Source: an optimization exercise on an open RTL-to-GDS flow (aim: small area, a short achievable clock period and few clock cycles per item). Production flows keep margins and buffers that such runs may drop.
Only simulation tests tie the RTL to the original design; equivalence was not proved.

// aes_engine
module aes_engine (
  input  wire         clk,
  input  wire         rst,         
  input  wire         key_valid,
  output wire         key_ready,
  input  wire [1:0]   key_len,     
  input  wire [255:0] key,
  input  wire         blk_valid,
  output wire         blk_ready,
  input  wire [127:0] blk_in,
  output reg          out_valid,
  output wire [127:0] out_data
);
For scale: about 1200 flip-flops, ~520 I/O pins, about 69000 um^2 of cells after synthesis.
==> flow/config.mk <==
export PLATFORM = sky130hd
export DESIGN_NAME = aes_engine
export DESIGN_NICKNAME = aes_engine
export VERILOG_FILES = /design/flow/design.v
export SDC_FILE = /design/flow/constraint.sdc
export NUM_CORES = 4
export LEC_CHECK = 0
export CAP_MARGIN = 30
export CORE_MARGIN = 2
export CORE_UTILIZATION = 45
export PLACE_DENSITY = 0.58
export SLEW_MARGIN = 30
==> flow/constraint.sdc <==
create_clock -name core_clock -period 10.0 [get_ports {clk}]
set_input_delay 2.0000 -clock core_clock [delete_from_list [all_inputs] [get_ports {clk}]]
set_output_delay 2.0000 -clock core_clock [all_outputs]
set_load 0.01 [all_outputs]
standard.sh (not shown) runs the stock make flow with config.mk's settings and CLKGATE_MAP_FILE= SYNTH_SCRIPT=/design/flow/synth_recipe.tcl, a recipe that flattens the netlist after the stock synthesis.
==> flow/flow/run.sh <==
#!/bin/bash
# Layout flow: the standard layout (standard.sh, ORFS synth to finish),
# with these changes:
#  - synthesis maps the logic with the ABC script in flow/area.abc (strash,
#    dch, amap: area-oriented) instead of ORFS's speed script. flow/my_synth.tcl
#    is synth_recipe.tcl with only the ABC script swapped, so the registers,
#    their names and cell types are those of the standard synthesis;
#  - the layout runs in two make calls: up to cts with the settings in
#    flow/extra_args_cts, then on to finish with those in flow/extra_args (one
#    per line). They set the repair_timing setup margin (SETUP_SLACK_MARGIN),
#    so that the resizer works towards a shorter period than the 10 ns clock,
#    harder before CTS than after global routing. The clock, the SDC and all
#    constraints are the standard flow's, unchanged.
# Each make call's output goes to its own log (flow_make_cts.log,
# flow_make.log); ORFS writes each step's log under orfs/logs.
set -uo pipefail
W=$(pwd)
export MY_ABC_SCRIPT=$W/flow/area.abc
mk() {  # mk ARGFILE OUT.sh
  local extra=""
  if [[ -f $1 ]]; then extra=$(tr '\n' ' ' < $1); fi
  sed -e "s|SYNTH_SCRIPT=[^ ]*|SYNTH_SCRIPT=$W/flow/my_synth.tcl $extra|" standard.sh > $2
}
mk $W/flow/extra_args_cts $W/my_standard_cts.sh
mk $W/flow/extra_args $W/my_standard.sh
bash $W/my_standard_cts.sh cts > $W/flow_make_cts.log 2>&1
rc=$?
if [[ $rc -eq 0 ]]; then
  bash $W/my_standard.sh finish > $W/flow_make.log 2>&1
  rc=$?
  tail -5 $W/flow_make.log
else
  tail -5 $W/flow_make_cts.log
fi
exit $rc
==> flow/flow/area.abc <==
strash
dch
amap
topo
==> flow/flow/extra_args <==
SETUP_SLACK_MARGIN=5.5
==> flow/flow/extra_args_cts <==
SETUP_SLACK_MARGIN=6
==> flow/flow/my_synth.tcl <==
proc synth {args} { yosys synth -nofsm -noshare {*}$args }
proc abc {args} {
  if {[info exists ::env(MY_ABC_SCRIPT)]} {
    set i [lsearch -exact $args -script]
    if {$i >= 0} { lset args [expr {$i + 1}] $::env(MY_ABC_SCRIPT) }
  }
  yosys abc {*}$args
}
source $::env(SCRIPTS_DIR)/synth.tcl
# left out here: clear keep_hierarchy, flatten, clean up, hide names made inside functions, write 1_2_yosys.v
Testbench counts at the start, summed over its fixed seeds: cycles 32,745, blocks 2,557.
Next try:
==> flow/flow/run.sh (replaced) <==
#!/bin/bash
# Layout flow: the standard layout (standard.sh, ORFS synth to finish),
# with two changes:
#  - synthesis maps the logic with the ABC script in flow/area.abc (strash,
#    dch, amap: area-oriented) instead of ORFS's speed script. flow/my_synth.tcl
#    is synth_recipe.tcl with only the ABC script swapped, so the registers,
#    their names and cell types are those of the standard synthesis;
#  - the make settings in flow/extra_args (one per line) are added; they set
#    the repair_timing setup margin (SETUP_SLACK_MARGIN) so that the resizer
#    works towards a shorter period than the 10 ns clock. The clock, the SDC
#    and all constraints are the standard flow's, unchanged.
# The make output goes to flow_make.log; ORFS writes each step's log under orfs/logs.
set -uo pipefail
W=$(pwd)
export MY_ABC_SCRIPT=$W/flow/area.abc
EXTRA=""
if [[ -f $W/flow/extra_args ]]; then EXTRA=$(tr '\n' ' ' < $W/flow/extra_args); fi
sed -e "s|SYNTH_SCRIPT=[^ ]*|SYNTH_SCRIPT=$W/flow/my_synth.tcl $EXTRA|" standard.sh > $W/my_standard.sh
bash $W/my_standard.sh finish > $W/flow_make.log 2>&1
rc=$?
tail -5 $W/flow_make.log
exit $rc
removed: flow/flow/extra_args_cts
After rerunning: The changed run passed the timing, DRC and antenna checks; core utilization falls by 0.67 points; worst setup slack degrades by 0.21 ns; fmax falls by a few percent; final cell count hardly moves; worst hold slack barely changes; die area stays the same; via count falls slightly; routed wire length falls slightly.

* * *

== the baseline ==
Another version of the RTL of aes_engine (not shown whole).
Size: about 8900 cells after synthesis, ~1100 flip-flops, about 520 I/O pins, roughly 0.068 mm2 of cells after synthesis.
export LEC_CHECK = 0
export CAP_MARGIN = 20
export CORE_MARGIN = 2
export CORE_UTILIZATION = 55
export PLACE_DENSITY = 0.65
export SLEW_MARGIN = 20
create_clock -name core_clock -period 10.0 [get_ports {clk}]
==> flow/flow/run.sh <==
#!/bin/bash
# Layout flow: the standard layout (standard.sh), except that synthesis
# maps the logic with the ABC script in flow/area.abc (area-oriented: strash,
# dch, amap) instead of ORFS's speed script. Synthesis is otherwise the standard flow's
# own (flow/my_synth.tcl is synth_recipe.tcl with the ABC script swapped), so
# the registers, their names and cell types are the standard synthesis's.
# Extra make settings, if any, are in flow/extra_args (one per line).
set -uo pipefail
W=$(pwd)
export MY_ABC_SCRIPT=$W/flow/area.abc
EXTRA=""
if [[ -f $W/flow/extra_args ]]; then EXTRA=$(tr '\n' ' ' < $W/flow/extra_args); fi
sed -e "s|SYNTH_SCRIPT=[^ ]*|SYNTH_SCRIPT=$W/flow/my_synth.tcl $EXTRA|" standard.sh > $W/my_standard.sh
bash $W/my_standard.sh finish > $W/flow_make.log 2>&1
rc=$?
tail -5 $W/flow_make.log
exit $rc
==> flow/flow/extra_args <==
SETUP_SLACK_MARGIN=6.5
Scripts as last shown in full above: flow/flow/area.abc, flow/flow/my_synth.tcl
No final results exist for the baseline, since it was stopped by error GRT-0116 during 5_1_grt.
Testbench counts of the baseline, summed over its fixed seeds: cycles 32,745, blocks 2,557.
#### Input delta (the candidate over the baseline)
Settings: PLACE_DENSITY: 0.65 -> 0.55; CORE_UTILIZATION: 55 -> 42.
The candidate finished all stages; layout check result: FAIL, due to capacitance limit, slew limit. Changes observed in the candidate relative to the baseline: synthesized cell count has remained practically unchanged, die outline height has increased, die boundary width has increased, worst setup slack before clock tree synthesis has decreased.

-- re-timing with driven ports --
Ports are ideal in the flow. The routed layouts listed here were re-timed in OpenROAD. Step 1: set_driving_cell puts a clkbuf_16 on clk and a buf_2 on each other input, an assumption about the parent block. Step 2, shift: input delay + t, output delay - t, t = (earliest + latest rising clock arrival at the registers) / 2. This alone moves slack from input paths to output paths. a / b / c = no drivers / after step 1 / after step 2; a / b = the first two.
run	shift t [ns]	setup slack, ns	worst hold slack (ns)	worst data-port slew with drivers (ns)
the first run of note 1	0.880	5.696 / 5.696 / 5.391	0.377 / 0.377 / 0.377	0.09
the second run of note 1	0.888	5.484 / 5.484 / 5.418	0.377 / 0.377 / 0.377	0.09
the candidate	0.892	5.405 / 5.405 / 5.405	0.364 / 0.364 / 0.364	0.11
For the first run of note 1, which loses most, drivers alone change the setup slack by 0.000 ns; drivers and shift together by -0.305 ns.
